What follows belongs to an exercise in optimizing a design on an open flow for small area and a short achievable clock period; a production flow would make more cautious choices.
In this exercise RTL edits were held to simulation tests only and were not proved equivalent to the original.

===== flow/config.mk =====
export PLATFORM = sky130hd
export DESIGN_NAME = memi_bch79
export DESIGN_NICKNAME = memi_bch79
export VERILOG_FILES = /design/flow/design.v
export SDC_FILE = /design/flow/constraint.sdc
export NUM_CORES = 4
export LEC_CHECK = 0
export CAP_MARGIN = 20
export CORE_MARGIN = 2
export CORE_UTILIZATION = 50
export SLEW_MARGIN = 20

===== flow/constraint.sdc =====
create_clock -name core_clock -period 20.0 [get_ports {clk}]
set_input_delay 4.0000 -clock core_clock [delete_from_list [all_inputs] [get_ports {clk}]]
set_output_delay 4.0000 -clock core_clock [all_outputs]
set_load 0.01 [all_outputs]

===== flow/design.v =====
module memi_bch79 (
    input  wire        clk,
    input  wire        rst_n,
    input  wire        enc_valid,
    input  wire [63:0] enc_data,
    output reg         enc_out_valid,
    output reg  [78:0] enc_code,
    input  wire        dec_valid,
    input  wire [78:0] dec_code,
    output reg         dec_out_valid,
    output reg  [63:0] dec_data,
    output reg  [1:0]  dec_status
);
    function [6:0] gf_mul;
        input [6:0] a;
        input [6:0] b;
        integer k;
        reg [6:0] acc;
        reg [6:0] sh;
        begin
            acc = 7'd0;
            sh  = a;
            for (k = 0; k < 7; k = k + 1) begin
                if (b[k]) acc = acc ^ sh;
                sh = {sh[5:0], 1'b0} ^ (sh[6] ? 7'h09 : 7'h00);
            end
            gf_mul = acc;
        end
    endfunction
    wire [13:0] enc_chk;
    wire enc_par;
    wire ex0 = enc_data[17] ^ enc_data[43];
    wire ex1 = enc_data[14] ^ enc_data[3];
    wire ex2 = enc_data[0] ^ enc_data[22];
    wire ex3 = enc_data[13] ^ enc_data[46];
    wire ex4 = enc_data[27] ^ enc_data[33];
    wire ex5 = enc_data[30] ^ enc_data[44];
    wire ex6 = enc_data[1] ^ enc_data[23];
    wire ex7 = enc_data[31] ^ enc_data[47];
    wire ex8 = enc_data[37] ^ enc_data[62];
    wire ex9 = enc_data[2] ^ enc_data[24];
    wire ex10 = enc_data[38] ^ enc_data[63];
    wire ex11 = enc_data[25] ^ enc_data[26];
    wire ex12 = enc_data[32] ^ enc_data[4];
    wire ex13 = enc_data[18] ^ enc_data[5];
    wire ex14 = enc_data[29] ^ enc_data[45];
    wire ex15 = enc_data[48] ^ enc_data[61];
    wire ex16 = enc_data[50] ^ enc_data[53];
    wire ex17 = enc_data[56] ^ ex1;
    wire ex18 = enc_data[28] ^ enc_data[59];
    wire ex19 = enc_data[10] ^ enc_data[54];
    wire ex20 = enc_data[49] ^ enc_data[57];
    wire ex21 = enc_data[11] ^ enc_data[55];
    wire ex22 = enc_data[12] ^ enc_data[58];
    wire ex23 = enc_data[42] ^ enc_data[6];
    wire ex24 = enc_data[9] ^ ex0;
    wire ex25 = ex14 ^ ex4;
    wire ex26 = ex16 ^ ex2;
    wire ex27 = enc_data[39] ^ ex6;
    wire ex28 = enc_data[7] ^ ex8;
    wire ex29 = enc_data[40] ^ ex9;
    wire ex30 = enc_data[41] ^ ex3;
    wire ex31 = ex5 ^ ex7;
    wire ex32 = enc_data[35] ^ enc_data[60];
    wire ex33 = enc_data[34] ^ ex18;
    wire ex34 = ex15 ^ ex19;
    wire ex35 = enc_data[21] ^ ex10;
    wire ex36 = ex11 ^ ex12;
    wire ex37 = enc_data[20] ^ ex28;
    wire ex38 = enc_data[15] ^ enc_data[19];
    wire ex39 = enc_data[52] ^ enc_data[8];
    wire ex40 = enc_data[16] ^ enc_data[50];
    wire ex41 = enc_data[14] ^ ex13;
    wire ex42 = ex20 ^ ex21;
    wire ex43 = enc_data[61] ^ ex23;
    wire ex44 = ex22 ^ ex40;
    wire ex45 = enc_data[51] ^ ex24;
    wire ex46 = ex27 ^ ex32;
    wire ex47 = enc_data[36] ^ ex29;
    wire ex48 = enc_data[60] ^ ex35;
    wire ex49 = ex30 ^ ex42;
    wire ex50 = ex17 ^ ex31;
    wire ex51 = enc_data[5] ^ enc_data[58];
    wire ex52 = enc_data[30] ^ enc_data[43];
    wire ex53 = enc_data[22] ^ enc_data[55];
    wire ex54 = enc_data[26] ^ enc_data[49];
    wire ex55 = enc_data[10] ^ enc_data[4];
    wire ex56 = enc_data[42] ^ enc_data[47];
    wire ex57 = enc_data[57] ^ ex3;
    wire ex58 = enc_data[6] ^ ex15;
    wire ex59 = enc_data[13] ^ ex0;
    wire ex60 = enc_data[38] ^ ex4;
    wire ex61 = enc_data[40] ^ ex39;
    wire ex62 = ex38 ^ ex52;
    wire ex63 = enc_data[25] ^ ex10;
    wire ex64 = enc_data[23] ^ ex13;
    wire ex65 = enc_data[0] ^ ex1;
    wire ex66 = enc_data[29] ^ ex21;
    wire ex67 = enc_data[2] ^ ex22;
    wire ex68 = enc_data[62] ^ ex11;
    wire ex69 = ex12 ^ ex54;
    wire ex70 = enc_data[27] ^ ex23;
    wire ex71 = enc_data[37] ^ ex33;
    wire ex72 = enc_data[39] ^ ex26;
    wire ex73 = ex25 ^ ex41;
    wire ex74 = ex26 ^ ex60;
    wire ex75 = ex34 ^ ex61;
    wire ex76 = enc_data[32] ^ ex25;
    wire ex77 = enc_data[41] ^ ex44;
    wire ex78 = enc_data[46] ^ ex43;
    wire ex79 = ex27 ^ ex63;
    wire ex80 = enc_data[9] ^ ex29;
    wire ex81 = enc_data[24] ^ ex30;
    wire ex82 = ex31 ^ ex36;
    wire ex83 = ex24 ^ ex33;
    wire ex84 = enc_data[63] ^ ex17;
    wire ex85 = ex45 ^ ex58;
    wire ex86 = enc_data[16] ^ ex37;
    wire ex87 = enc_data[54] ^ ex48;
    wire ex88 = ex47 ^ ex62;
    wire ex89 = ex50 ^ ex53;
    wire ex90 = ex37 ^ ex65;
    wire ex91 = ex46 ^ ex68;
    wire ex92 = enc_data[15] ^ ex49;
    wire ex_enc_chk_0_0 = enc_data[8] ^ ex38;
    wire ex_enc_chk_0_1 = ex5 ^ ex57;
    wire ex_enc_chk_0_2 = ex_enc_chk_0_0 ^ ex71;
    wire ex_enc_chk_0_3 = ex72 ^ ex73;
    wire ex_enc_chk_0_4 = ex_enc_chk_0_1 ^ ex85;
    wire ex_enc_chk_0_5 = ex_enc_chk_0_2 ^ ex_enc_chk_0_3;
    assign enc_chk[0] = ex_enc_chk_0_4 ^ ex_enc_chk_0_5;
    wire ex_enc_chk_1_0 = enc_data[59] ^ ex20;
    wire ex_enc_chk_1_1 = ex51 ^ ex7;
    wire ex_enc_chk_1_2 = ex59 ^ ex_enc_chk_1_0;
    wire ex_enc_chk_1_3 = ex_enc_chk_1_1 ^ ex46;
    wire ex_enc_chk_1_4 = ex74 ^ ex75;
    wire ex_enc_chk_1_5 = ex_enc_chk_1_2 ^ ex86;
    wire ex_enc_chk_1_6 = ex_enc_chk_1_3 ^ ex_enc_chk_1_4;
    assign enc_chk[1] = ex_enc_chk_1_5 ^ ex_enc_chk_1_6;
    wire ex_enc_chk_2_0 = ex2 ^ ex51;
    wire ex_enc_chk_2_1 = ex6 ^ ex8;
    wire ex_enc_chk_2_2 = ex_enc_chk_2_0 ^ ex_enc_chk_2_1;
    wire ex_enc_chk_2_3 = ex49 ^ ex76;
    wire ex_enc_chk_2_4 = ex_enc_chk_2_2 ^ ex87;
    wire ex_enc_chk_2_5 = ex88 ^ ex_enc_chk_2_3;
    assign enc_chk[2] = ex_enc_chk_2_4 ^ ex_enc_chk_2_5;
    wire ex_enc_chk_3_0 = enc_data[20] ^ enc_data[33];
    wire ex_enc_chk_3_1 = ex9 ^ ex_enc_chk_3_0;
    wire ex_enc_chk_3_2 = ex_enc_chk_3_1 ^ ex71;
    wire ex_enc_chk_3_3 = ex77 ^ ex78;
    wire ex_enc_chk_3_4 = ex79 ^ ex89;
    wire ex_enc_chk_3_5 = ex_enc_chk_3_2 ^ ex_enc_chk_3_3;
    assign enc_chk[3] = ex_enc_chk_3_4 ^ ex_enc_chk_3_5;
    wire ex_enc_chk_4_0 = enc_data[19] ^ enc_data[21];
    wire ex_enc_chk_4_1 = enc_data[28] ^ enc_data[8];
    wire ex_enc_chk_4_2 = ex32 ^ ex_enc_chk_4_0;
    wire ex_enc_chk_4_3 = ex_enc_chk_4_1 ^ ex28;
    wire ex_enc_chk_4_4 = ex36 ^ ex64;
    wire ex_enc_chk_4_5 = ex_enc_chk_4_2 ^ ex50;
    wire ex_enc_chk_4_6 = ex74 ^ ex78;
    wire ex_enc_chk_4_7 = ex80 ^ ex_enc_chk_4_3;
    wire ex_enc_chk_4_8 = ex_enc_chk_4_4 ^ ex_enc_chk_4_5;
    wire ex_enc_chk_4_9 = ex_enc_chk_4_6 ^ ex_enc_chk_4_7;
    assign enc_chk[4] = ex_enc_chk_4_8 ^ ex_enc_chk_4_9;
    wire ex_enc_chk_5_0 = enc_data[17] ^ enc_data[18];
    wire ex_enc_chk_5_1 = enc_data[36] ^ enc_data[59];
    wire ex_enc_chk_5_2 = ex10 ^ ex16;
    wire ex_enc_chk_5_3 = ex19 ^ ex6;
    wire ex_enc_chk_5_4 = ex_enc_chk_5_0 ^ ex_enc_chk_5_1;
    wire ex_enc_chk_5_5 = ex_enc_chk_5_2 ^ ex_enc_chk_5_3;
    wire ex_enc_chk_5_6 = ex_enc_chk_5_4 ^ ex81;
    wire ex_enc_chk_5_7 = ex82 ^ ex_enc_chk_5_5;
    wire ex_enc_chk_5_8 = ex90 ^ ex_enc_chk_5_6;
    assign enc_chk[5] = ex_enc_chk_5_7 ^ ex_enc_chk_5_8;
    wire ex_enc_chk_6_0 = enc_data[1] ^ ex9;
    wire ex_enc_chk_6_1 = ex26 ^ ex43;
    wire ex_enc_chk_6_2 = ex57 ^ ex66;
    wire ex_enc_chk_6_3 = ex_enc_chk_6_0 ^ ex82;
    wire ex_enc_chk_6_4 = ex83 ^ ex_enc_chk_6_1;
    wire ex_enc_chk_6_5 = ex_enc_chk_6_2 ^ ex87;
    wire ex_enc_chk_6_6 = ex_enc_chk_6_3 ^ ex_enc_chk_6_4;
    assign enc_chk[6] = ex_enc_chk_6_5 ^ ex_enc_chk_6_6;
    wire ex_enc_chk_7_0 = enc_data[43] ^ enc_data[51];
    wire ex_enc_chk_7_1 = enc_data[7] ^ ex13;
    wire ex_enc_chk_7_2 = ex_enc_chk_7_0 ^ ex34;
    wire ex_enc_chk_7_3 = ex67 ^ ex_enc_chk_7_1;
    wire ex_enc_chk_7_4 = ex76 ^ ex_enc_chk_7_2;
    wire ex_enc_chk_7_5 = ex_enc_chk_7_3 ^ ex89;
    wire ex_enc_chk_7_6 = ex91 ^ ex_enc_chk_7_4;
    assign enc_chk[7] = ex_enc_chk_7_5 ^ ex_enc_chk_7_6;
    wire ex_enc_chk_8_0 = enc_data[31] ^ enc_data[52];
    wire ex_enc_chk_8_1 = ex8 ^ ex_enc_chk_8_0;
    wire ex_enc_chk_8_2 = ex64 ^ ex66;
    wire ex_enc_chk_8_3 = ex69 ^ ex_enc_chk_8_1;
    wire ex_enc_chk_8_4 = ex45 ^ ex47;
    wire ex_enc_chk_8_5 = ex72 ^ ex84;
    wire ex_enc_chk_8_6 = ex_enc_chk_8_2 ^ ex_enc_chk_8_3;
    wire ex_enc_chk_8_7 = ex_enc_chk_8_4 ^ ex_enc_chk_8_5;
    assign enc_chk[8] = ex_enc_chk_8_6 ^ ex_enc_chk_8_7;
    wire ex_enc_chk_9_0 = enc_data[12] ^ ex12;
    wire ex_enc_chk_9_1 = ex14 ^ ex2;
    wire ex_enc_chk_9_2 = ex17 ^ ex_enc_chk_9_0;
    wire ex_enc_chk_9_3 = ex_enc_chk_9_1 ^ ex75;
    wire ex_enc_chk_9_4 = ex79 ^ ex81;
    wire ex_enc_chk_9_5 = ex83 ^ ex_enc_chk_9_2;
    wire ex_enc_chk_9_6 = ex_enc_chk_9_3 ^ ex_enc_chk_9_4;
    assign enc_chk[9] = ex_enc_chk_9_5 ^ ex_enc_chk_9_6;
    wire ex_enc_chk_10_0 = enc_data[29] ^ enc_data[33];
    wire ex_enc_chk_10_1 = enc_data[53] ^ ex5;
    wire ex_enc_chk_10_2 = ex55 ^ ex56;
    wire ex_enc_chk_10_3 = ex_enc_chk_10_0 ^ ex41;
    wire ex_enc_chk_10_4 = ex_enc_chk_10_1 ^ ex_enc_chk_10_2;
    wire ex_enc_chk_10_5 = ex80 ^ ex_enc_chk_10_3;
    wire ex_enc_chk_10_6 = ex_enc_chk_10_4 ^ ex91;
    wire ex_enc_chk_10_7 = ex92 ^ ex_enc_chk_10_5;
    assign enc_chk[10] = ex_enc_chk_10_6 ^ ex_enc_chk_10_7;
    wire ex_enc_chk_11_0 = enc_data[11] ^ enc_data[34];
    wire ex_enc_chk_11_1 = enc_data[45] ^ enc_data[5];
    wire ex_enc_chk_11_2 = ex11 ^ ex7;
    wire ex_enc_chk_11_3 = ex_enc_chk_11_0 ^ ex_enc_chk_11_1;
    wire ex_enc_chk_11_4 = ex34 ^ ex70;
    wire ex_enc_chk_11_5 = ex_enc_chk_11_2 ^ ex_enc_chk_11_3;
    wire ex_enc_chk_11_6 = ex77 ^ ex84;
    wire ex_enc_chk_11_7 = ex_enc_chk_11_4 ^ ex_enc_chk_11_5;
    wire ex_enc_chk_11_8 = ex88 ^ ex_enc_chk_11_6;
    assign enc_chk[11] = ex_enc_chk_11_7 ^ ex_enc_chk_11_8;
    wire ex_enc_chk_12_0 = enc_data[12] ^ enc_data[3];
    wire ex_enc_chk_12_1 = enc_data[31] ^ enc_data[35];
    wire ex_enc_chk_12_2 = enc_data[44] ^ enc_data[48];
    wire ex_enc_chk_12_3 = enc_data[51] ^ ex0;
    wire ex_enc_chk_12_4 = ex18 ^ ex_enc_chk_12_0;
    wire ex_enc_chk_12_5 = ex_enc_chk_12_1 ^ ex_enc_chk_12_2;
    wire ex_enc_chk_12_6 = ex36 ^ ex70;
    wire ex_enc_chk_12_7 = ex_enc_chk_12_3 ^ ex_enc_chk_12_4;
    wire ex_enc_chk_12_8 = ex_enc_chk_12_5 ^ ex_enc_chk_12_6;
    wire ex_enc_chk_12_9 = ex_enc_chk_12_7 ^ ex86;
    wire ex_enc_chk_12_10 = ex92 ^ ex_enc_chk_12_8;
    assign enc_chk[12] = ex_enc_chk_12_9 ^ ex_enc_chk_12_10;
    wire ex_enc_chk_13_0 = enc_data[28] ^ enc_data[36];
    wire ex_enc_chk_13_1 = enc_data[44] ^ enc_data[56];
    wire ex_enc_chk_13_2 = enc_data[7] ^ ex39;
    wire ex_enc_chk_13_3 = ex56 ^ ex_enc_chk_13_0;
    wire ex_enc_chk_13_4 = ex_enc_chk_13_1 ^ ex44;
    wire ex_enc_chk_13_5 = ex59 ^ ex69;
    wire ex_enc_chk_13_6 = ex_enc_chk_13_2 ^ ex_enc_chk_13_3;
    wire ex_enc_chk_13_7 = ex48 ^ ex73;
    wire ex_enc_chk_13_8 = ex_enc_chk_13_4 ^ ex_enc_chk_13_5;
    wire ex_enc_chk_13_9 = ex_enc_chk_13_6 ^ ex_enc_chk_13_7;
    assign enc_chk[13] = ex_enc_chk_13_8 ^ ex_enc_chk_13_9;
    wire ex_enc_par_0 = enc_data[1] ^ enc_data[11];
    wire ex_enc_par_1 = enc_data[19] ^ enc_data[52];
    wire ex_enc_par_2 = ex20 ^ ex55;
    wire ex_enc_par_3 = ex_enc_par_0 ^ ex_enc_par_1;
    wire ex_enc_par_4 = ex25 ^ ex35;
    wire ex_enc_par_5 = ex67 ^ ex_enc_par_2;
    wire ex_enc_par_6 = ex_enc_par_3 ^ ex_enc_par_4;
    wire ex_enc_par_7 = ex_enc_par_5 ^ ex85;
    wire ex_enc_par_8 = ex90 ^ ex_enc_par_6;
    assign enc_par = ex_enc_par_7 ^ ex_enc_par_8;
    always @(posedge clk) begin
        enc_out_valid <= rst_n & enc_valid;
        enc_code      <= {enc_par, enc_chk, enc_data};
    end
    wire [6:0] s1_c, s3_c;
    wire p_ca, p_cb;
    wire sx0 = dec_code[41] ^ dec_code[61];
    wire sx1 = dec_code[10] ^ dec_code[37];
    wire sx2 = dec_code[44] ^ dec_code[58];
    wire sx3 = dec_code[11] ^ dec_code[24];
    wire sx4 = dec_code[16] ^ dec_code[23];
    wire sx5 = dec_code[36] ^ dec_code[9];
    wire sx6 = dec_code[42] ^ dec_code[59];
    wire sx7 = dec_code[43] ^ dec_code[62];
    wire sx8 = dec_code[46] ^ dec_code[60];
    wire sx9 = dec_code[19] ^ dec_code[3];
    wire sx10 = dec_code[38] ^ sx1;
    wire sx11 = sx0 ^ sx2;
    wire sx12 = dec_code[5] ^ dec_code[53];
    wire sx13 = dec_code[2] ^ dec_code[25];
    wire sx14 = dec_code[47] ^ dec_code[72];
    wire sx15 = dec_code[12] ^ dec_code[26];
    wire sx16 = dec_code[35] ^ sx4;
    wire sx17 = dec_code[45] ^ sx6;
    wire sx18 = dec_code[13] ^ dec_code[27];
    wire sx19 = dec_code[14] ^ dec_code[17];
    wire sx20 = dec_code[40] ^ dec_code[57];
    wire sx21 = dec_code[55] ^ dec_code[63];
    wire sx22 = dec_code[15] ^ dec_code[18];
    wire sx23 = dec_code[54] ^ dec_code[6];
    wire sx24 = dec_code[34] ^ dec_code[39];
    wire sx25 = dec_code[48] ^ dec_code[73];
    wire sx26 = dec_code[71] ^ sx5;
    wire sx27 = dec_code[32] ^ sx9;
    wire sx28 = dec_code[20] ^ sx3;
    wire sx29 = dec_code[0] ^ dec_code[7];
    wire sx30 = dec_code[1] ^ dec_code[28];
    wire sx31 = dec_code[33] ^ dec_code[4];
    wire sx32 = dec_code[52] ^ dec_code[77];
    wire sx33 = dec_code[8] ^ sx18;
    wire sx34 = sx20 ^ sx8;
    wire sx35 = dec_code[29] ^ sx13;
    wire sx36 = dec_code[22] ^ sx15;
    wire sx37 = sx17 ^ sx7;
    wire sx38 = dec_code[31] ^ sx11;
    wire sx39 = dec_code[56] ^ sx10;
    wire sx40 = dec_code[49] ^ dec_code[74];
    wire sx41 = dec_code[51] ^ sx12;
    wire sx42 = dec_code[21] ^ sx24;
    wire sx43 = dec_code[69] ^ sx21;
    wire sx44 = sx14 ^ sx25;
    wire sx45 = dec_code[75] ^ sx26;
    wire sx46 = sx16 ^ sx29;
    wire sx47 = sx28 ^ sx31;
    wire sx48 = dec_code[11] ^ dec_code[30];
    wire sx49 = dec_code[50] ^ dec_code[68];
    wire sx50 = sx19 ^ sx30;
    wire sx51 = dec_code[76] ^ sx22;
    wire sx52 = dec_code[67] ^ sx40;
    wire sx53 = dec_code[4] ^ sx32;
    wire sx54 = dec_code[13] ^ sx27;
    wire sx55 = dec_code[5] ^ sx35;
    wire sx56 = sx11 ^ sx43;
    wire sx57 = dec_code[70] ^ sx36;
    wire sx58 = dec_code[64] ^ sx37;
    wire sx59 = sx33 ^ sx46;
    wire sx60 = sx23 ^ sx38;
    wire sx61 = sx42 ^ sx55;
    wire sx62 = dec_code[42] ^ dec_code[8];
    wire sx63 = dec_code[26] ^ dec_code[47];
    wire sx64 = dec_code[57] ^ dec_code[7];
    wire sx65 = dec_code[61] ^ dec_code[66];
    wire sx66 = dec_code[77] ^ dec_code[9];
    wire sx67 = dec_code[14] ^ dec_code[76];
    wire sx68 = dec_code[52] ^ dec_code[58];
    wire sx69 = dec_code[25] ^ dec_code[73];
    wire sx70 = dec_code[28] ^ dec_code[38];
    wire sx71 = dec_code[36] ^ dec_code[62];
    wire sx72 = dec_code[0] ^ dec_code[22];
    wire sx73 = dec_code[1] ^ dec_code[45];
    wire sx74 = dec_code[51] ^ dec_code[53];
    wire sx75 = sx0 ^ sx12;
    wire sx76 = dec_code[12] ^ sx14;
    wire sx77 = dec_code[63] ^ sx7;
    wire sx78 = dec_code[65] ^ sx8;
    wire sx79 = dec_code[50] ^ sx22;
    wire sx80 = sx25 ^ sx63;
    wire sx81 = sx48 ^ sx66;
    wire sx82 = dec_code[75] ^ sx49;
    wire sx83 = sx23 ^ sx68;
    wire sx84 = dec_code[54] ^ sx32;
    wire sx85 = dec_code[71] ^ sx74;
    wire sx86 = dec_code[39] ^ sx41;
    wire sx87 = sx15 ^ sx52;
    wire sx88 = sx34 ^ sx41;
    wire sx89 = dec_code[10] ^ sx53;
    wire sx90 = sx19 ^ sx27;
    wire sx91 = sx26 ^ sx72;
    wire sx92 = sx28 ^ sx9;
    wire sx93 = sx44 ^ sx84;
    wire sx94 = sx13 ^ sx16;
    wire sx95 = dec_code[19] ^ sx51;
    wire sx96 = sx38 ^ sx54;
    wire sx97 = sx39 ^ sx86;
    wire sx98 = sx45 ^ sx87;
    wire sx99 = sx39 ^ sx47;
    wire sx100 = sx56 ^ sx69;
    wire sx_s1_c_0_0 = dec_code[30] ^ dec_code[32];
    wire sx_s1_c_0_1 = dec_code[37] ^ dec_code[48];
    wire sx_s1_c_0_2 = sx21 ^ sx3;
    wire sx_s1_c_0_3 = sx_s1_c_0_0 ^ sx_s1_c_0_1;
    wire sx_s1_c_0_4 = sx34 ^ sx50;
    wire sx_s1_c_0_5 = sx75 ^ sx_s1_c_0_2;
    wire sx_s1_c_0_6 = sx_s1_c_0_3 ^ sx45;
    wire sx_s1_c_0_7 = sx_s1_c_0_4 ^ sx_s1_c_0_5;
    wire sx_s1_c_0_8 = sx58 ^ sx59;
    wire sx_s1_c_0_9 = sx_s1_c_0_6 ^ sx_s1_c_0_7;
    assign s1_c[0] = sx_s1_c_0_8 ^ sx_s1_c_0_9;
    wire sx_s1_c_1_0 = dec_code[24] ^ dec_code[33];
    wire sx_s1_c_1_1 = dec_code[49] ^ sx5;
    wire sx_s1_c_1_2 = sx62 ^ sx_s1_c_1_0;
    wire sx_s1_c_1_3 = sx35 ^ sx50;
    wire sx_s1_c_1_4 = sx51 ^ sx76;
    wire sx_s1_c_1_5 = sx77 ^ sx78;
    wire sx_s1_c_1_6 = sx_s1_c_1_1 ^ sx_s1_c_1_2;
    wire sx_s1_c_1_7 = sx39 ^ sx_s1_c_1_3;
    wire sx_s1_c_1_8 = sx_s1_c_1_4 ^ sx_s1_c_1_5;
    wire sx_s1_c_1_9 = sx_s1_c_1_6 ^ sx60;
    wire sx_s1_c_1_10 = sx_s1_c_1_7 ^ sx_s1_c_1_8;
    assign s1_c[1] = sx_s1_c_1_9 ^ sx_s1_c_1_10;
    wire sx_s1_c_2_0 = dec_code[16] ^ dec_code[44];
    wire sx_s1_c_2_1 = sx21 ^ sx24;
    wire sx_s1_c_2_2 = sx64 ^ sx65;
    wire sx_s1_c_2_3 = sx_s1_c_2_0 ^ sx10;
    wire sx_s1_c_2_4 = sx35 ^ sx79;
    wire sx_s1_c_2_5 = sx80 ^ sx81;
    wire sx_s1_c_2_6 = sx_s1_c_2_1 ^ sx_s1_c_2_2;
    wire sx_s1_c_2_7 = sx37 ^ sx54;
    wire sx_s1_c_2_8 = sx_s1_c_2_3 ^ sx_s1_c_2_4;
    wire sx_s1_c_2_9 = sx_s1_c_2_5 ^ sx_s1_c_2_6;
    wire sx_s1_c_2_10 = sx_s1_c_2_7 ^ sx_s1_c_2_8;
    assign s1_c[2] = sx_s1_c_2_9 ^ sx_s1_c_2_10;
    wire sx_s1_c_3_0 = dec_code[20] ^ dec_code[23];
    wire sx_s1_c_3_1 = dec_code[24] ^ dec_code[55];
    wire sx_s1_c_3_2 = sx30 ^ sx31;
    wire sx_s1_c_3_3 = sx6 ^ sx64;
    wire sx_s1_c_3_4 = sx_s1_c_3_0 ^ sx_s1_c_3_1;
    wire sx_s1_c_3_5 = sx_s1_c_3_2 ^ sx_s1_c_3_3;
    wire sx_s1_c_3_6 = sx_s1_c_3_4 ^ sx_s1_c_3_5;
    wire sx_s1_c_3_7 = sx96 ^ sx97;
    wire sx_s1_c_3_8 = sx98 ^ sx_s1_c_3_6;
    assign s1_c[3] = sx_s1_c_3_7 ^ sx_s1_c_3_8;
    wire sx_s1_c_4_0 = dec_code[32] ^ dec_code[60];
    wire sx_s1_c_4_1 = dec_code[72] ^ sx20;
    wire sx_s1_c_4_2 = sx67 ^ sx_s1_c_4_0;
    wire sx_s1_c_4_3 = sx33 ^ sx82;
    wire sx_s1_c_4_4 = sx83 ^ sx_s1_c_4_1;
    wire sx_s1_c_4_5 = sx_s1_c_4_2 ^ sx37;
    wire sx_s1_c_4_6 = sx_s1_c_4_3 ^ sx_s1_c_4_4;
    wire sx_s1_c_4_7 = sx61 ^ sx99;
    wire sx_s1_c_4_8 = sx_s1_c_4_5 ^ sx_s1_c_4_6;
    assign s1_c[4] = sx_s1_c_4_7 ^ sx_s1_c_4_8;
    wire sx_s1_c_5_0 = dec_code[15] ^ dec_code[3];
    wire sx_s1_c_5_1 = dec_code[33] ^ dec_code[35];
    wire sx_s1_c_5_2 = dec_code[43] ^ dec_code[59];
    wire sx_s1_c_5_3 = dec_code[6] ^ dec_code[7];
    wire sx_s1_c_5_4 = sx67 ^ sx70;
    wire sx_s1_c_5_5 = sx_s1_c_5_0 ^ sx_s1_c_5_1;
    wire sx_s1_c_5_6 = sx_s1_c_5_2 ^ sx_s1_c_5_3;
    wire sx_s1_c_5_7 = sx36 ^ sx42;
    wire sx_s1_c_5_8 = sx81 ^ sx_s1_c_5_4;
    wire sx_s1_c_5_9 = sx_s1_c_5_5 ^ sx_s1_c_5_6;
    wire sx_s1_c_5_10 = sx88 ^ sx_s1_c_5_7;
    wire sx_s1_c_5_11 = sx_s1_c_5_8 ^ sx_s1_c_5_9;
    wire sx_s1_c_5_12 = sx100 ^ sx_s1_c_5_10;
    assign s1_c[5] = sx_s1_c_5_11 ^ sx_s1_c_5_12;
    wire sx_s1_c_6_0 = dec_code[15] ^ dec_code[29];
    wire sx_s1_c_6_1 = dec_code[40] ^ dec_code[47];
    wire sx_s1_c_6_2 = dec_code[56] ^ dec_code[60];
    wire sx_s1_c_6_3 = dec_code[74] ^ sx24;
    wire sx_s1_c_6_4 = sx71 ^ sx_s1_c_6_0;
    wire sx_s1_c_6_5 = sx_s1_c_6_1 ^ sx_s1_c_6_2;
    wire sx_s1_c_6_6 = sx17 ^ sx_s1_c_6_3;
    wire sx_s1_c_6_7 = sx_s1_c_6_4 ^ sx_s1_c_6_5;
    wire sx_s1_c_6_8 = sx57 ^ sx89;
    wire sx_s1_c_6_9 = sx_s1_c_6_6 ^ sx_s1_c_6_7;
    wire sx_s1_c_6_10 = sx59 ^ sx60;
    wire sx_s1_c_6_11 = sx_s1_c_6_8 ^ sx_s1_c_6_9;
    assign s1_c[6] = sx_s1_c_6_10 ^ sx_s1_c_6_11;
    wire sx_s3_c_0_0 = dec_code[69] ^ sx40;
    wire sx_s3_c_0_1 = sx75 ^ sx80;
    wire sx_s3_c_0_2 = sx83 ^ sx_s3_c_0_0;
    wire sx_s3_c_0_3 = sx47 ^ sx90;
    wire sx_s3_c_0_4 = sx91 ^ sx_s3_c_0_1;
    wire sx_s3_c_0_5 = sx_s3_c_0_2 ^ sx58;
    wire sx_s3_c_0_6 = sx_s3_c_0_3 ^ sx_s3_c_0_4;
    assign s3_c[0] = sx_s3_c_0_5 ^ sx_s3_c_0_6;
    wire sx_s3_c_1_0 = dec_code[17] ^ dec_code[59];
    wire sx_s3_c_1_1 = dec_code[68] ^ dec_code[77];
    wire sx_s3_c_1_2 = sx71 ^ sx73;
    wire sx_s3_c_1_3 = sx_s3_c_1_0 ^ sx_s3_c_1_1;
    wire sx_s3_c_1_4 = sx43 ^ sx76;
    wire sx_s3_c_1_5 = sx_s3_c_1_2 ^ sx_s3_c_1_3;
    wire sx_s3_c_1_6 = sx46 ^ sx92;
    wire sx_s3_c_1_7 = sx_s3_c_1_4 ^ sx_s3_c_1_5;
    wire sx_s3_c_1_8 = sx60 ^ sx97;
    wire sx_s3_c_1_9 = sx_s3_c_1_6 ^ sx_s3_c_1_7;
    assign s3_c[1] = sx_s3_c_1_8 ^ sx_s3_c_1_9;
    wire sx_s3_c_2_0 = dec_code[57] ^ sx18;
    wire sx_s3_c_2_1 = sx19 ^ sx4;
    wire sx_s3_c_2_2 = sx70 ^ sx8;
    wire sx_s3_c_2_3 = sx77 ^ sx_s3_c_2_0;
    wire sx_s3_c_2_4 = sx_s3_c_2_1 ^ sx_s3_c_2_2;
    wire sx_s3_c_2_5 = sx92 ^ sx93;
    wire sx_s3_c_2_6 = sx_s3_c_2_3 ^ sx_s3_c_2_4;
    wire sx_s3_c_2_7 = sx61 ^ sx98;
    wire sx_s3_c_2_8 = sx_s3_c_2_5 ^ sx_s3_c_2_6;
    assign s3_c[2] = sx_s3_c_2_7 ^ sx_s3_c_2_8;
    wire sx_s3_c_3_0 = dec_code[21] ^ dec_code[23];
    wire sx_s3_c_3_1 = dec_code[27] ^ dec_code[34];
    wire sx_s3_c_3_2 = dec_code[52] ^ sx1;
    wire sx_s3_c_3_3 = sx14 ^ sx29;
    wire sx_s3_c_3_4 = sx3 ^ sx73;
    wire sx_s3_c_3_5 = sx_s3_c_3_0 ^ sx_s3_c_3_1;
    wire sx_s3_c_3_6 = sx78 ^ sx79;
    wire sx_s3_c_3_7 = sx_s3_c_3_2 ^ sx_s3_c_3_3;
    wire sx_s3_c_3_8 = sx_s3_c_3_4 ^ sx_s3_c_3_5;
    wire sx_s3_c_3_9 = sx45 ^ sx57;
    wire sx_s3_c_3_10 = sx90 ^ sx_s3_c_3_6;
    wire sx_s3_c_3_11 = sx_s3_c_3_7 ^ sx_s3_c_3_8;
    wire sx_s3_c_3_12 = sx100 ^ sx_s3_c_3_9;
    wire sx_s3_c_3_13 = sx_s3_c_3_10 ^ sx_s3_c_3_11;
    assign s3_c[3] = sx_s3_c_3_12 ^ sx_s3_c_3_13;
    wire sx_s3_c_4_0 = dec_code[18] ^ dec_code[21];
    wire sx_s3_c_4_1 = dec_code[68] ^ dec_code[70];
    wire sx_s3_c_4_2 = sx62 ^ sx_s3_c_4_0;
    wire sx_s3_c_4_3 = sx_s3_c_4_1 ^ sx44;
    wire sx_s3_c_4_4 = sx_s3_c_4_2 ^ sx88;
    wire sx_s3_c_4_5 = sx89 ^ sx94;
    wire sx_s3_c_4_6 = sx_s3_c_4_3 ^ sx96;
    wire sx_s3_c_4_7 = sx_s3_c_4_4 ^ sx_s3_c_4_5;
    assign s3_c[4] = sx_s3_c_4_6 ^ sx_s3_c_4_7;
    wire sx_s3_c_5_0 = dec_code[2] ^ dec_code[34];
    wire sx_s3_c_5_1 = dec_code[55] ^ dec_code[61];
    wire sx_s3_c_5_2 = dec_code[67] ^ sx12;
    wire sx_s3_c_5_3 = sx2 ^ sx23;
    wire sx_s3_c_5_4 = sx48 ^ sx49;
    wire sx_s3_c_5_5 = sx7 ^ sx_s3_c_5_0;
    wire sx_s3_c_5_6 = sx_s3_c_5_1 ^ sx10;
    wire sx_s3_c_5_7 = sx16 ^ sx34;
    wire sx_s3_c_5_8 = sx53 ^ sx_s3_c_5_2;
    wire sx_s3_c_5_9 = sx_s3_c_5_3 ^ sx_s3_c_5_4;
    wire sx_s3_c_5_10 = sx_s3_c_5_5 ^ sx91;
    wire sx_s3_c_5_11 = sx95 ^ sx_s3_c_5_6;
    wire sx_s3_c_5_12 = sx_s3_c_5_7 ^ sx_s3_c_5_8;
    wire sx_s3_c_5_13 = sx_s3_c_5_9 ^ sx_s3_c_5_10;
    wire sx_s3_c_5_14 = sx_s3_c_5_11 ^ sx_s3_c_5_12;
    assign s3_c[5] = sx_s3_c_5_13 ^ sx_s3_c_5_14;
    wire sx_s3_c_6_0 = dec_code[46] ^ dec_code[62];
    wire sx_s3_c_6_1 = dec_code[74] ^ sx30;
    wire sx_s3_c_6_2 = sx65 ^ sx_s3_c_6_0;
    wire sx_s3_c_6_3 = sx17 ^ sx33;
    wire sx_s3_c_6_4 = sx44 ^ sx85;
    wire sx_s3_c_6_5 = sx_s3_c_6_1 ^ sx_s3_c_6_2;
    wire sx_s3_c_6_6 = sx57 ^ sx94;
    wire sx_s3_c_6_7 = sx95 ^ sx_s3_c_6_3;
    wire sx_s3_c_6_8 = sx_s3_c_6_4 ^ sx_s3_c_6_5;
    wire sx_s3_c_6_9 = sx99 ^ sx_s3_c_6_6;
    wire sx_s3_c_6_10 = sx_s3_c_6_7 ^ sx_s3_c_6_8;
    assign s3_c[6] = sx_s3_c_6_9 ^ sx_s3_c_6_10;
    wire sx_p_ca_0 = dec_code[30] ^ dec_code[31];
    wire sx_p_ca_1 = dec_code[6] ^ sx22;
    wire sx_p_ca_2 = sx5 ^ sx_p_ca_0;
    wire sx_p_ca_3 = sx10 ^ sx27;
    wire sx_p_ca_4 = sx36 ^ sx50;
    wire sx_p_ca_5 = sx_p_ca_1 ^ sx_p_ca_2;
    wire sx_p_ca_6 = sx47 ^ sx_p_ca_3;
    wire sx_p_ca_7 = sx_p_ca_4 ^ sx_p_ca_5;
    wire sx_p_ca_8 = sx59 ^ sx61;
    wire sx_p_ca_9 = sx_p_ca_6 ^ sx_p_ca_7;
    assign p_ca = sx_p_ca_8 ^ sx_p_ca_9;
    wire sx_p_cb_0 = dec_code[56] ^ dec_code[65];
    wire sx_p_cb_1 = dec_code[66] ^ dec_code[70];
    wire sx_p_cb_2 = dec_code[76] ^ dec_code[78];
    wire sx_p_cb_3 = sx_p_cb_0 ^ sx_p_cb_1;
    wire sx_p_cb_4 = sx_p_cb_2 ^ sx34;
    wire sx_p_cb_5 = sx52 ^ sx82;
    wire sx_p_cb_6 = sx85 ^ sx_p_cb_3;
    wire sx_p_cb_7 = sx56 ^ sx93;
    wire sx_p_cb_8 = sx_p_cb_4 ^ sx_p_cb_5;
    wire sx_p_cb_9 = sx_p_cb_6 ^ sx58;
    wire sx_p_cb_10 = sx_p_cb_7 ^ sx_p_cb_8;
    assign p_cb = sx_p_cb_9 ^ sx_p_cb_10;
    reg        v1;
    reg [63:0] d1;
    reg [6:0]  u_q, s3_q;
    reg        p_qa, p_qb;     
    wire       p_q = p_qa ^ p_qb;
    always @(posedge clk) begin
        v1   <= rst_n & dec_valid;
        d1   <= dec_code[63:0];
        u_q  <= s1_c;
        s3_q <= s3_c;
        p_qa <= p_ca;
        p_qb <= p_cb;
    end
    wire [127:0] u_oh = 128'd1 << u_q;
    wire [6:0] w_inv3;
    assign w_inv3[0] = |(u_oh & 128'h85171f397d3521e1ec0715d9c155d956);
    assign w_inv3[1] = |(u_oh & 128'h77bca8c40edde83cfa9b8fae20590f0);
    assign w_inv3[2] = |(u_oh & 128'hd3d8a3c4b729aac8883ed3b1ef77e000);
    assign w_inv3[3] = |(u_oh & 128'h9d7459fd639529fbdb72e2c062284688);
    assign w_inv3[4] = |(u_oh & 128'h76d02a17ab13d34bf22b331b534913bc);
    assign w_inv3[5] = |(u_oh & 128'h7a55ce6bcde0f5c45424a2b9e9a25f80);
    assign w_inv3[6] = |(u_oh & 128'h4ae285f65b8d65a17edf971ddc8880a0);
    function in_range;
        input [6:0] x;
        begin
            case (x)
                7'd1, 7'd2, 7'd4, 7'd8, 7'd16, 7'd32, 7'd64, 7'd9, 7'd18, 7'd36, 7'd72, 7'd25, 7'd50, 7'd100, 7'd65, 7'd11, 7'd22, 7'd44, 7'd88, 7'd57, 7'd114, 7'd109, 7'd83, 7'd47, 7'd94, 7'd53, 7'd106, 7'd93, 7'd51, 7'd102, 7'd69, 7'd3, 7'd6, 7'd12, 7'd24, 7'd48, 7'd96, 7'd73, 7'd27, 7'd54, 7'd108, 7'd81, 7'd43, 7'd86, 7'd37, 7'd74, 7'd29, 7'd58, 7'd116, 7'd97, 7'd75, 7'd31, 7'd62, 7'd124, 7'd113, 7'd107, 7'd95, 7'd55, 7'd110, 7'd85, 7'd35, 7'd70, 7'd5, 7'd10, 7'd20, 7'd40, 7'd80, 7'd41, 7'd82, 7'd45, 7'd90, 7'd61, 7'd122, 7'd125, 7'd115, 7'd111, 7'd87, 7'd39: in_range = 1'b1;
                default: in_range = 1'b0;
            endcase
        end
    endfunction
    wire [6:0] ls [0:6];
    wire [6:0] ts;
    assign ls[0][0] = ^(s3_q & 7'h0);
    assign ls[0][1] = ^(s3_q & 7'h5c);
    assign ls[0][2] = ^(s3_q & 7'h58);
    assign ls[0][3] = ^(s3_q & 7'h60);
    assign ls[0][4] = ^(s3_q & 7'h16);
    assign ls[0][5] = ^(s3_q & 7'h68);
    assign ls[0][6] = ^(s3_q & 7'h48);
    assign ts[0] = ^(s3_q & 7'h1);
    assign ls[1][0] = ^(s3_q & 7'h0);
    assign ls[1][1] = ^(s3_q & 7'h6e);
    assign ls[1][2] = ^(s3_q & 7'h6c);
    assign ls[1][3] = ^(s3_q & 7'h30);
    assign ls[1][4] = ^(s3_q & 7'hb);
    assign ls[1][5] = ^(s3_q & 7'h74);
    assign ls[1][6] = ^(s3_q & 7'h64);
    assign ts[1] = ^(s3_q & 7'h40);
    assign ls[2][0] = ^(s3_q & 7'h0);
    assign ls[2][1] = ^(s3_q & 7'h77);
    assign ls[2][2] = ^(s3_q & 7'h76);
    assign ls[2][3] = ^(s3_q & 7'h18);
    assign ls[2][4] = ^(s3_q & 7'h5);
    assign ls[2][5] = ^(s3_q & 7'h3a);
    assign ls[2][6] = ^(s3_q & 7'h32);
    assign ts[2] = ^(s3_q & 7'h20);
    assign ls[3][0] = ^(s3_q & 7'h0);
    assign ls[3][1] = ^(s3_q & 7'h7b);
    assign ls[3][2] = ^(s3_q & 7'h3b);
    assign ls[3][3] = ^(s3_q & 7'h4c);
    assign ls[3][4] = ^(s3_q & 7'h42);
    assign ls[3][5] = ^(s3_q & 7'h5d);
    assign ls[3][6] = ^(s3_q & 7'h19);
    assign ts[3] = ^(s3_q & 7'h10);
    assign ls[4][0] = ^(s3_q & 7'h0);
    assign ls[4][1] = ^(s3_q & 7'h3d);
    assign ls[4][2] = ^(s3_q & 7'h1d);
    assign ls[4][3] = ^(s3_q & 7'h66);
    assign ls[4][4] = ^(s3_q & 7'h21);
    assign ls[4][5] = ^(s3_q & 7'h2e);
    assign ls[4][6] = ^(s3_q & 7'hc);
    assign ts[4] = ^(s3_q & 7'h8);
    assign ls[5][0] = ^(s3_q & 7'h0);
    assign ls[5][1] = ^(s3_q & 7'h1e);
    assign ls[5][2] = ^(s3_q & 7'he);
    assign ls[5][3] = ^(s3_q & 7'h33);
    assign ls[5][4] = ^(s3_q & 7'h50);
    assign ls[5][5] = ^(s3_q & 7'h57);
    assign ls[5][6] = ^(s3_q & 7'h46);
    assign ts[5] = ^(s3_q & 7'h44);
    assign ls[6][0] = ^(s3_q & 7'h0);
    assign ls[6][1] = ^(s3_q & 7'h4f);
    assign ls[6][2] = ^(s3_q & 7'h47);
    assign ls[6][3] = ^(s3_q & 7'h59);
    assign ls[6][4] = ^(s3_q & 7'h28);
    assign ls[6][5] = ^(s3_q & 7'h6b);
    assign ls[6][6] = ^(s3_q & 7'h23);
    assign ts[6] = ^(s3_q & 7'h22);
    wire [6:0] y_v = ({7{w_inv3[0]}} & ls[0]) ^ ({7{w_inv3[1]}} & ls[1]) ^
                     ({7{w_inv3[2]}} & ls[2]) ^ ({7{w_inv3[3]}} & ls[3]) ^
                     ({7{w_inv3[4]}} & ls[4]) ^ ({7{w_inv3[5]}} & ls[5]) ^
                     ({7{w_inv3[6]}} & ls[6]);
    wire       trc = ~^(w_inv3 & ts);
    reg        v2;
    reg [63:0] d2;
    reg [6:0]  u2, y2;
    reg        p2, trc2, u_nz2, s3_nz2;
    always @(posedge clk) begin
        v2     <= rst_n & v1;
        d2     <= d1;
        u2     <= u_q;
        y2     <= y_v;
        p2     <= p_q;
        trc2   <= trc;
        u_nz2  <= |u_q;
        s3_nz2 <= |s3_q;
    end
    wire [6:0] ubx [0:6];
    assign ubx[0][0] = ^(u2 & 7'h1);
    assign ubx[0][1] = ^(u2 & 7'h2);
    assign ubx[0][2] = ^(u2 & 7'h4);
    assign ubx[0][3] = ^(u2 & 7'h8);
    assign ubx[0][4] = ^(u2 & 7'h10);
    assign ubx[0][5] = ^(u2 & 7'h20);
    assign ubx[0][6] = ^(u2 & 7'h40);
    assign ubx[1][0] = ^(u2 & 7'h40);
    assign ubx[1][1] = ^(u2 & 7'h1);
    assign ubx[1][2] = ^(u2 & 7'h2);
    assign ubx[1][3] = ^(u2 & 7'h44);
    assign ubx[1][4] = ^(u2 & 7'h8);
    assign ubx[1][5] = ^(u2 & 7'h10);
    assign ubx[1][6] = ^(u2 & 7'h20);
    assign ubx[2][0] = ^(u2 & 7'h20);
    assign ubx[2][1] = ^(u2 & 7'h40);
    assign ubx[2][2] = ^(u2 & 7'h1);
    assign ubx[2][3] = ^(u2 & 7'h22);
    assign ubx[2][4] = ^(u2 & 7'h44);
    assign ubx[2][5] = ^(u2 & 7'h8);
    assign ubx[2][6] = ^(u2 & 7'h10);
    assign ubx[3][0] = ^(u2 & 7'h10);
    assign ubx[3][1] = ^(u2 & 7'h20);
    assign ubx[3][2] = ^(u2 & 7'h40);
    assign ubx[3][3] = ^(u2 & 7'h11);
    assign ubx[3][4] = ^(u2 & 7'h22);
    assign ubx[3][5] = ^(u2 & 7'h44);
    assign ubx[3][6] = ^(u2 & 7'h8);
    assign ubx[4][0] = ^(u2 & 7'h8);
    assign ubx[4][1] = ^(u2 & 7'h10);
    assign ubx[4][2] = ^(u2 & 7'h20);
    assign ubx[4][3] = ^(u2 & 7'h48);
    assign ubx[4][4] = ^(u2 & 7'h11);
    assign ubx[4][5] = ^(u2 & 7'h22);
    assign ubx[4][6] = ^(u2 & 7'h44);
    assign ubx[5][0] = ^(u2 & 7'h44);
    assign ubx[5][1] = ^(u2 & 7'h8);
    assign ubx[5][2] = ^(u2 & 7'h10);
    assign ubx[5][3] = ^(u2 & 7'h64);
    assign ubx[5][4] = ^(u2 & 7'h48);
    assign ubx[5][5] = ^(u2 & 7'h11);
    assign ubx[5][6] = ^(u2 & 7'h22);
    assign ubx[6][0] = ^(u2 & 7'h22);
    assign ubx[6][1] = ^(u2 & 7'h44);
    assign ubx[6][2] = ^(u2 & 7'h8);
    assign ubx[6][3] = ^(u2 & 7'h32);
    assign ubx[6][4] = ^(u2 & 7'h64);
    assign ubx[6][5] = ^(u2 & 7'h48);
    assign ubx[6][6] = ^(u2 & 7'h11);
    wire [6:0] x1  = ({7{y2[0]}} & ubx[0]) ^ ({7{y2[1]}} & ubx[1]) ^
                     ({7{y2[2]}} & ubx[2]) ^ ({7{y2[3]}} & ubx[3]) ^
                     ({7{y2[4]}} & ubx[4]) ^ ({7{y2[5]}} & ubx[5]) ^
                     ({7{y2[6]}} & ubx[6]);
    wire [6:0] x2  = x1 ^ u2;
    wire       u_nz  = u_nz2;
    wire       s3_nz = s3_nz2;
    wire       x1_z  = ~|x1;
    wire       in1   = in_range(x1);
    wire       in2   = in_range(x2);
    wire       ok    = u_nz & ~trc2 & in2 & ((in1 & ~p2) | x1_z);
    reg [7:0]  lo1, lo2;
    reg [15:0] hi1, hi2;
    integer i;
    always @* begin
        for (i = 0; i < 8; i = i + 1) begin
            lo1[i] = ok & (x1[2:0] == i);
            lo2[i] = ok & (x2[2:0] == i);
        end
        for (i = 0; i < 16; i = i + 1) begin
            hi1[i] = (x1[6:3] == i);
            hi2[i] = (x2[6:3] == i);
        end
    end
    wire [63:0] fix;
    assign fix[0] = (lo1[1] & hi1[8]) | (lo2[1] & hi2[8]);
    assign fix[1] = (lo1[3] & hi1[1]) | (lo2[3] & hi2[1]);
    assign fix[2] = (lo1[6] & hi1[2]) | (lo2[6] & hi2[2]);
    assign fix[3] = (lo1[4] & hi1[5]) | (lo2[4] & hi2[5]);
    assign fix[4] = (lo1[0] & hi1[11]) | (lo2[0] & hi2[11]);
    assign fix[5] = (lo1[1] & hi1[7]) | (lo2[1] & hi2[7]);
    assign fix[6] = (lo1[2] & hi1[14]) | (lo2[2] & hi2[14]);
    assign fix[7] = (lo1[5] & hi1[13]) | (lo2[5] & hi2[13]);
    assign fix[8] = (lo1[3] & hi1[10]) | (lo2[3] & hi2[10]);
    assign fix[9] = (lo1[7] & hi1[5]) | (lo2[7] & hi2[5]);
    assign fix[10] = (lo1[6] & hi1[11]) | (lo2[6] & hi2[11]);
    assign fix[11] = (lo1[5] & hi1[6]) | (lo2[5] & hi2[6]);
    assign fix[12] = (lo1[2] & hi1[13]) | (lo2[2] & hi2[13]);
    assign fix[13] = (lo1[5] & hi1[11]) | (lo2[5] & hi2[11]);
    assign fix[14] = (lo1[3] & hi1[6]) | (lo2[3] & hi2[6]);
    assign fix[15] = (lo1[6] & hi1[12]) | (lo2[6] & hi2[12]);
    assign fix[16] = (lo1[5] & hi1[8]) | (lo2[5] & hi2[8]);
    assign fix[17] = (lo1[3] & hi1[0]) | (lo2[3] & hi2[0]);
    assign fix[18] = (lo1[6] & hi1[0]) | (lo2[6] & hi2[0]);
    assign fix[19] = (lo1[4] & hi1[1]) | (lo2[4] & hi2[1]);
    assign fix[20] = (lo1[0] & hi1[3]) | (lo2[0] & hi2[3]);
    assign fix[21] = (lo1[0] & hi1[6]) | (lo2[0] & hi2[6]);
    assign fix[22] = (lo1[0] & hi1[12]) | (lo2[0] & hi2[12]);
    assign fix[23] = (lo1[1] & hi1[9]) | (lo2[1] & hi2[9]);
    assign fix[24] = (lo1[3] & hi1[3]) | (lo2[3] & hi2[3]);
    assign fix[25] = (lo1[6] & hi1[6]) | (lo2[6] & hi2[6]);
    assign fix[26] = (lo1[4] & hi1[13]) | (lo2[4] & hi2[13]);
    assign fix[27] = (lo1[1] & hi1[10]) | (lo2[1] & hi2[10]);
    assign fix[28] = (lo1[3] & hi1[5]) | (lo2[3] & hi2[5]);
    assign fix[29] = (lo1[6] & hi1[10]) | (lo2[6] & hi2[10]);
    assign fix[30] = (lo1[5] & hi1[4]) | (lo2[5] & hi2[4]);
    assign fix[31] = (lo1[2] & hi1[9]) | (lo2[2] & hi2[9]);
    assign fix[32] = (lo1[5] & hi1[3]) | (lo2[5] & hi2[3]);
    assign fix[33] = (lo1[2] & hi1[7]) | (lo2[2] & hi2[7]);
    assign fix[34] = (lo1[4] & hi1[14]) | (lo2[4] & hi2[14]);
    assign fix[35] = (lo1[1] & hi1[12]) | (lo2[1] & hi2[12]);
    assign fix[36] = (lo1[3] & hi1[9]) | (lo2[3] & hi2[9]);
    assign fix[37] = (lo1[7] & hi1[3]) | (lo2[7] & hi2[3]);
    assign fix[38] = (lo1[6] & hi1[7]) | (lo2[6] & hi2[7]);
    assign fix[39] = (lo1[4] & hi1[15]) | (lo2[4] & hi2[15]);
    assign fix[40] = (lo1[1] & hi1[14]) | (lo2[1] & hi2[14]);
    assign fix[41] = (lo1[3] & hi1[13]) | (lo2[3] & hi2[13]);
    assign fix[42] = (lo1[7] & hi1[11]) | (lo2[7] & hi2[11]);
    assign fix[43] = (lo1[7] & hi1[6]) | (lo2[7] & hi2[6]);
    assign fix[44] = (lo1[6] & hi1[13]) | (lo2[6] & hi2[13]);
    assign fix[45] = (lo1[5] & hi1[10]) | (lo2[5] & hi2[10]);
    assign fix[46] = (lo1[3] & hi1[4]) | (lo2[3] & hi2[4]);
    assign fix[47] = (lo1[6] & hi1[8]) | (lo2[6] & hi2[8]);
    assign fix[48] = (lo1[5] & hi1[0]) | (lo2[5] & hi2[0]);
    assign fix[49] = (lo1[2] & hi1[1]) | (lo2[2] & hi2[1]);
    assign fix[50] = (lo1[4] & hi1[2]) | (lo2[4] & hi2[2]);
    assign fix[51] = (lo1[0] & hi1[5]) | (lo2[0] & hi2[5]);
    assign fix[52] = (lo1[0] & hi1[10]) | (lo2[0] & hi2[10]);
    assign fix[53] = (lo1[1] & hi1[5]) | (lo2[1] & hi2[5]);
    assign fix[54] = (lo1[2] & hi1[10]) | (lo2[2] & hi2[10]);
    assign fix[55] = (lo1[5] & hi1[5]) | (lo2[5] & hi2[5]);
    assign fix[56] = (lo1[2] & hi1[11]) | (lo2[2] & hi2[11]);
    assign fix[57] = (lo1[5] & hi1[7]) | (lo2[5] & hi2[7]);
    assign fix[58] = (lo1[2] & hi1[15]) | (lo2[2] & hi2[15]);
    assign fix[59] = (lo1[5] & hi1[15]) | (lo2[5] & hi2[15]);
    assign fix[60] = (lo1[3] & hi1[14]) | (lo2[3] & hi2[14]);
    assign fix[61] = (lo1[7] & hi1[13]) | (lo2[7] & hi2[13]);
    assign fix[62] = (lo1[7] & hi1[10]) | (lo2[7] & hi2[10]);
    assign fix[63] = (lo1[7] & hi1[4]) | (lo2[7] & hi2[4]);
    reg [1:0] st;
    always @* begin
        if (ok)
            st = (x1_z & p2) ? 2'd1 : 2'd2;
        else if (!u_nz && !s3_nz)
            st = {1'b0, p2};
        else
            st = 2'd3;
    end
    always @(posedge clk) begin
        dec_out_valid <= rst_n & v2;
        dec_data      <= d2 ^ fix;
        dec_status    <= st;
    end
endmodule

===== flow/flow/run.sh =====
#!/bin/bash
# The standard ORFS layout (the standard.sh), with two changes:
# timing repair keeps a setup margin, so that paths are optimised well below
# the 20 ns clock, and the ports get plain buffers.
set -euo pipefail
bash standard.sh SETUP_SLACK_MARGIN=14.6 "BUFFER_PORTS_ARGS=-buffer_cell sky130_fd_sc_hd__buf_1"  finish > orfs_flow.log 2>&1

===== flow/standard.sh =====
#!/bin/bash
# synth_recipe.tcl (not shown) runs the flow's synth.tcl, then flattens the netlist and writes it again
# the make line also repeats each setting of config.mk as NAME=value (left out here)
make -C /OpenROAD-flow-scripts/flow DESIGN_CONFIG=/design/flow/config.mk WORK_HOME=/design/flow/orfs CLKGATE_MAP_FILE= SYNTH_SCRIPT=/design/flow/synth_recipe.tcl "${@:-finish}"

==> results of run 1 <==
## sequential cells by signal (all words and copies together) (netlist names), 2 cells and up
| register | cells |
|---|---|
| d1 | 64 |
| d2 | 64 |
| dec_data | 64 |
| dec_status | 2 |
| enc_code | 79 |
| s3_q | 7 |
| u2 | 7 |
| u_q | 7 |
| y2 | 6 |
## through the flow
stage | hold WS (ps) | area [µm²]
floorplan | 310 | 17100
global placement | 310 | 18500
detailed placement | 312 | 18500
CTS | 319 | 19600
global route | 329 | 19800
finish | 318 | 19800
## final cells by class
class / instances / area share [%]
multi-input cells: 1359 / 53.7
clock buffers: 48 / 4.77
repair buffers: 308 / 6.14
inverters: 31 / 0.588
clock inverters: 11 / 0.594
well taps: 448 / 2.83
flip-flops and latches: 310 / 31.3
diodes: 1 / 0.0126
## cell families after synthesis
group	after synthesis	share of synthesized area, %
xor gates and xnor gates	679	35.9
and+or+nand+nor	369	10.6
DFF	310	36.3
AOI/OAI and AO/OA	280	12.3
buffers and inverters	122	2.98
muxes	17	1.03
adders and majority gates	13	0.951
## layout by cell type, fill, tap and decap left out, types with 18 or more instances in the layout
| master | count |
|---|---|
| a21oi_1 | 42 |
| a22o_1 | 26 |
| a32oi_1 | 54 |
| buf_1 | 290 |
| clkbuf_16 | 35 |
| dfxtp_1 | 310 |
| inv_1 | 29 |
| nand2_1 | 131 |
| nand3_1 | 21 |
| nor2_1 | 83 |
| nor2b_1 | 27 |
| nor3_1 | 18 |
| o21ai_0 | 30 |
| xnor2_1 | 518 |
| xnor2_2 | 21 |
| xor2_1 | 119 |
## metal layers
layer  wire (µm)  up-vias  GRT usage (%)
met5          15        -              0
met4        1430        2           8.44
met3        5030      100           7.40
met2       24700      719           47.6
met1       24900     6635           42.8
li1            -     6563              -
## how the worst min path moves through the flow
stage | to | start | cells past startpoint
floorplan | d2[0] | d1[0] | 0
global placement | d2[5] | d1[5] | 0
detailed placement | d2[11] | d1[11] | 0
CTS | d2[20] | d1[20] | 0
global route | d2[27] | d1[27] | 0
finish | d2[33] | d1[33] | 0
## what timing repair did
| action | in CTS | in global routing |
|---|---|---|
| cloned | 1 | 0 |
| setup buffers | 0 | 5 |
| resized for setup | 5 | 27 |
| pin swaps | 1 | 3 |
| endpoints found under the setup margin | 42 | 65 |
==> metrics.cfg, run 1 <==
[outcome]
status = timing/DRC/antenna clean

[placed_design]
numPlacedInstances = 2450
dp_hpwl_um = 43900
place_ws_ps = 13650
portBuffers = 293
routabilityCongestion = 0.976

[floorplanning]
initial_core_util_pct = 50.9
ios = 294
die_w_um = 189
fp.dieArea_mm2 = 0.0357
die_y_um = 189
core_area_mm2 = 0.0336
fp-row-count = 67

[drt]
drc = 0
via_count = 14019
ant_nets = 0
dr.pass1.iters = 6
wl_per_cell_um = 22.3
wl_um = 56100
initialDrtViolationCount = 1285
drt-vias-per-instance = 5.57

[clocking]
cts_made_buffers = 34
insertion_delay_ps = 550
cts_sinks = 310
path_clk_slew_ps = 60
cts-root-buf = clkbuf_16
cts_hold_buf = 0
cts_tree = yes
htreeDepth = 2
cts.path.max_buffers = 3

[worst_setup_path]
worst-path-buf-inv = 1
crit_path_end = u_q[1]
worstPathArrival_ps = 5840
cp_max_fo = 4
r2r_end = dec_data[7]
critical_path_class = input pin to flip-flop
reg2reg_from = u2[3]
cp-start-kind = input pin
slowest_stage = xnor2_2
cp_common_cell = xnor2_1
crit_start = dec_code[62]
r2r_cells = 13
r2r_slack_ps = 14880
path_delay_family = XOR/XNOR gates
cp.required_ps = 20480
cpPeakStageDelay_ps = 480
critical_path.endpoint_type = flip-flop
worstPathCellList = buf_1 > xnor2_2 > xor2_1 > xnor2_1 > xnor2_1 > xnor2_1 > xnor2_1
crit_cells = 7

[logic_synthesis]
syn_avg_cell_area_um2 = 9.56
synth-edff-count = 0
synth_cell_type_count = 79
ys_seq_area_share_pct = 36.3
synth.largest_area_cell = dfxtp_1
ys_warn_count = 1
synth_ff_type = dfxtp_1
synth_async_sr_flop_share_pct = 0
synth_area_mm2 = 0.0171
ys_ff_latch = 310
synthTopCellsByArea = dfxtp_1 (36%), xnor2_1 (28%), xor2_1 (6.5%), nand2_1 (2.9%), a32oi_1 (2.8%)
yosysMostFrequentCell = xnor2_1
synth_common_cells = xnor2_1 (539), dfxtp_1 (310), nand2_1 (131)
synth_top_area_share_pct = 36.3
netlist_instances = 1790
syn_nets = 1950

[layout]
drive_above_1_share_pct = 6.14
multiInputGateArea_mm2 = 0.0106
stdcell_count = 2516
ff_latch_area_mm2 = 0.00621
fillers = 3060
layout.nets = 2204
utilization_pct = 58.9
area_growth_pct = 15.8

[timing]
hold_viol = 0
fmax_mhz = 187
rsz0062_at_grt = true
finClkSkew_ps = 14.7
max-slew-margin-rel_pct = 34.6
setup_viol = 0
setup-tns-final_ps = 0
drv_slew = 0
period_share_pct = 26.8
min_period_ps = 5360
fin_ws_ps = 14640
worst_pin_slew_ps = 973

[grt]
grt_max_degree = 51
track_usage_pct = 30.8
grt_overflow = 0
antenna_found_initial = 3
grt_pass1_vias = 13623
grt_pass1_wl_um = 83200

[min_path]
min_path_type = flip-flop to flip-flop

[run]
max_cap_viol_count = 0

==> run 2, diff against run 1 <==
--- a/flow/config.mk
+++ b/flow/config.mk
@@ -8,4 +8,4 @@
 export CAP_MARGIN = 20
 export CORE_MARGIN = 2
-export CORE_UTILIZATION = 50
+export CORE_UTILIZATION = 57
 export SLEW_MARGIN = 20
==> run 2 against run 1 <==
  * Still clean
  * Wire length fell by 0.64%
  * Synthesized cell count stayed put
  * Critical path depth did not move
  * Sequential share of layout area increased by 0.10 points
  * Register-to-register slack got worse by 170 ps
==> metrics.cfg, run 2 <==
[outcome]
status = timing/DRC/antenna clean

[timing]
period_share_pct = 27.2
finClkSkew_ps = 23.2
worst_pin_slew_ps = 1240
fin_ws_ps = 14550
hold_viol = 0
setup-tns-final_ps = 0
drv_slew = 0
rsz0062_at_grt = false
fmax_mhz = 184
min_period_ps = 5450
setup_viol = 0
max-slew-margin-rel_pct = 16.5

[layout]
largest_reg_flops = 79
drive_above_1_share_pct = 6.06
fillers = 2400
layout_common_cells = xnor2_1 (521), dfxtp_1 (310), buf_1 (292)
area_growth_pct = 15.4
final_common_cell = xnor2_1
regMostFlops = enc_code
layout.nets = 2197

[clocking]
insertion_delay_ps = 580
cts_hold_buf = 0
cts-root-buf = clkbuf_16
cts_tree = yes
htreeDepth = 1
cts.path.max_buffers = 3
path_clk_slew_ps = 60
cts_made_buffers = 31
cts_sinks = 310

[logic_synthesis]
netlist_instances = 1790
synth-adder-area-share_pct = 0.951
synth_area_mm2 = 0.0171
synth_top_family_by_area = XOR/XNOR gates
synth_xor_area_share_pct = 35.9
synth_compound_area_share_pct = 12.3
ys_seq_area_share_pct = 36.3
synth_common_cells = xnor2_1 (539), dfxtp_1 (310), nand2_1 (131)
syn_nets = 1950
syn_avg_cell_area_um2 = 9.56
ys_ff_latch = 310
synth_async_sr_flop_share_pct = 0
yosysMostFrequentCell = xnor2_1
synthTopCellsByArea = dfxtp_1 (36%), xnor2_1 (28%), xor2_1 (6.5%), nand2_1 (2.9%), a32oi_1 (2.8%)
synth-edff-count = 0
synth_cell_type_count = 79
synth.largest_area_cell = dfxtp_1
synth_top_area_share_pct = 36.3
synthMuxAreaShare_pct = 1.03
synth_ff_type = dfxtp_1
yosys.area_share.simple_pct = 10.6
ys_warn_count = 1

[grt]
antenna_found_initial = 5
grt_pass1_vias = 13792
grt_overflow = 0
track_usage_pct = 34.6
grt_max_degree = 58
grt_pass1_wl_um = 82600

[worst_setup_path]
critical_path_class = input pin to flip-flop
cp_max_fo = 3
r2r_slack_ps = 14710
worstPathCellList = buf_1 > xor2_2 > xnor2_1 > xnor2_1 > xnor2_1 > xnor2_1 > xor2_1
worstPathArrival_ps = 5910
cp.required_ps = 20460
critical_path.endpoint_type = flip-flop
cp-start-kind = input pin
cpPeakStageDelay_ps = 440
slowest_stage = xnor2_1
cp_common_cell = xnor2_1

[placed_design]
place_ws_ps = 13950
portBuffers = 293
dp_hpwl_um = 42400
routabilityCongestion = 0.953

[drt]
dr.pass1.iters = 6
drc = 0
initialDrtViolationCount = 1787
drt-vias-per-instance = 5.82
via_count = 14294
wl_um = 55800
wl_per_cell_um = 22.7
ant_nets = 0

[floorplanning]
die_w_um = 177
fp.dieArea_mm2 = 0.0314
fp-row-count = 63
die_y_um = 177
core_area_mm2 = 0.0296
initial_core_util_pct = 57.9
ios = 294

[min_path]
min_path_type = flip-flop to flip-flop

[run]
max_cap_viol_count = 0

-- run 2: cell counts after synthesis --
No cell type changed its count.
-- run 2: worst max-delay path, delay by kind of cell --
family | cells | cell delay, ps
buffers and inverters | 1 | 240
XOR/XNOR | 6 | 1660
-- run 2: final timing paths --
kind | start | to | depth (start not counted)
min reg2reg | d1[6] | d2[6] | 0
max reg2reg | u2[6] | dec_data[60] | 14
min | d1[6] | d2[6] | 0
max | dec_code[55] | s3_q[3] | 7
-- run 2: cell families (layout without fill, tap and decap cells) --
group	count (synthesis)	after routing
muxes	17	17
buffers and inverters	122	394
adders and majority gates	13	13
other	0	3
DFF	310	310
and+or+nand+nor	369	369
AOI/OAI and AO/OA	280	280
xor gates and xnor gates	679	679
-- run 2: cell type report --
| type | count | area, µm² | area share, % |
|---|---|---|---|
| clock buffers | 34 | 807 | 4.09 |
| inverters | 31 | 116 | 0.590 |
| multi-input cells | 1358 | 10600 | 53.6 |
| diodes | 3 | 7.51 | 0.0380 |
| repair buffers | 305 | 1190 | 6.06 |
| well taps | 390 | 488 | 2.47 |
| clock inverters | 24 | 339 | 1.72 |
| flip-flops and latches | 310 | 6210 | 31.4 |
-- run 2: routing by layer --
metal  track usage (%)  wire [µm]  up-vias
met5                 0          0        -
met4              11.4       1890        0
met3              4.45       4700      117
met2              54.4      25300      805
met1              49.1      23900     6817
li1                  -          -     6555
-- run 2: per-stage QoR --
| step | std cells | instance area, µm² | hold slack [ps] | util, % |
|---|---|---|---|---|
| 2_1_floorplan | 1790 | 17100 | 310 | - |
| 3_3_place_gp | 2391 | 18400 | 310 | 62.2 |
| 3_5_place_dp | 2391 | 18400 | 312 | 62.2 |
| 4_1_cts | 2450 | 19600 | 319 | 66.2 |
| 5_1_grt | 2455 | 19700 | 329 | 66.8 |
| 6_report | 2455 | 19700 | 322 | 66.8 |
-- run 2: timing repair --
item                       CTS  global route
resized for setup            3            22
setup endpoints to repair    3            68
gates cloned                 0             0
setup buffers                1             2
pin swaps                    0             1

-- re-timing with driven ports --
How much do the figures lean on ideal ports? The routed layouts below were timed once more, with nothing changed but the port constraints.
Step 1: set_driving_cell puts a clkbuf_16 on clk and a buf_2 on each other input, an assumption about the parent block.
Step 2 moves the port delays by t, midway between the first and last clock arrival at a register: inputs arrive t later, outputs are due t later. That takes back most of the time a late clock gives input paths.
a / b / c = no drivers / after step 1 / after step 2; a / b = the first two.
run | t (ns) | setup slack, ns | worst setup path at the end
run 1 | 0.599 | 14.641 / 14.631 / 14.032 | input to register
run 2 | 0.621 | 14.554 / 14.568 / 13.947 | input to register
After both steps setup and hold are still met in every run listed. For run 1, which loses most, drivers alone change the setup slack by -0.010 ns; drivers and shift together by -0.609 ns.
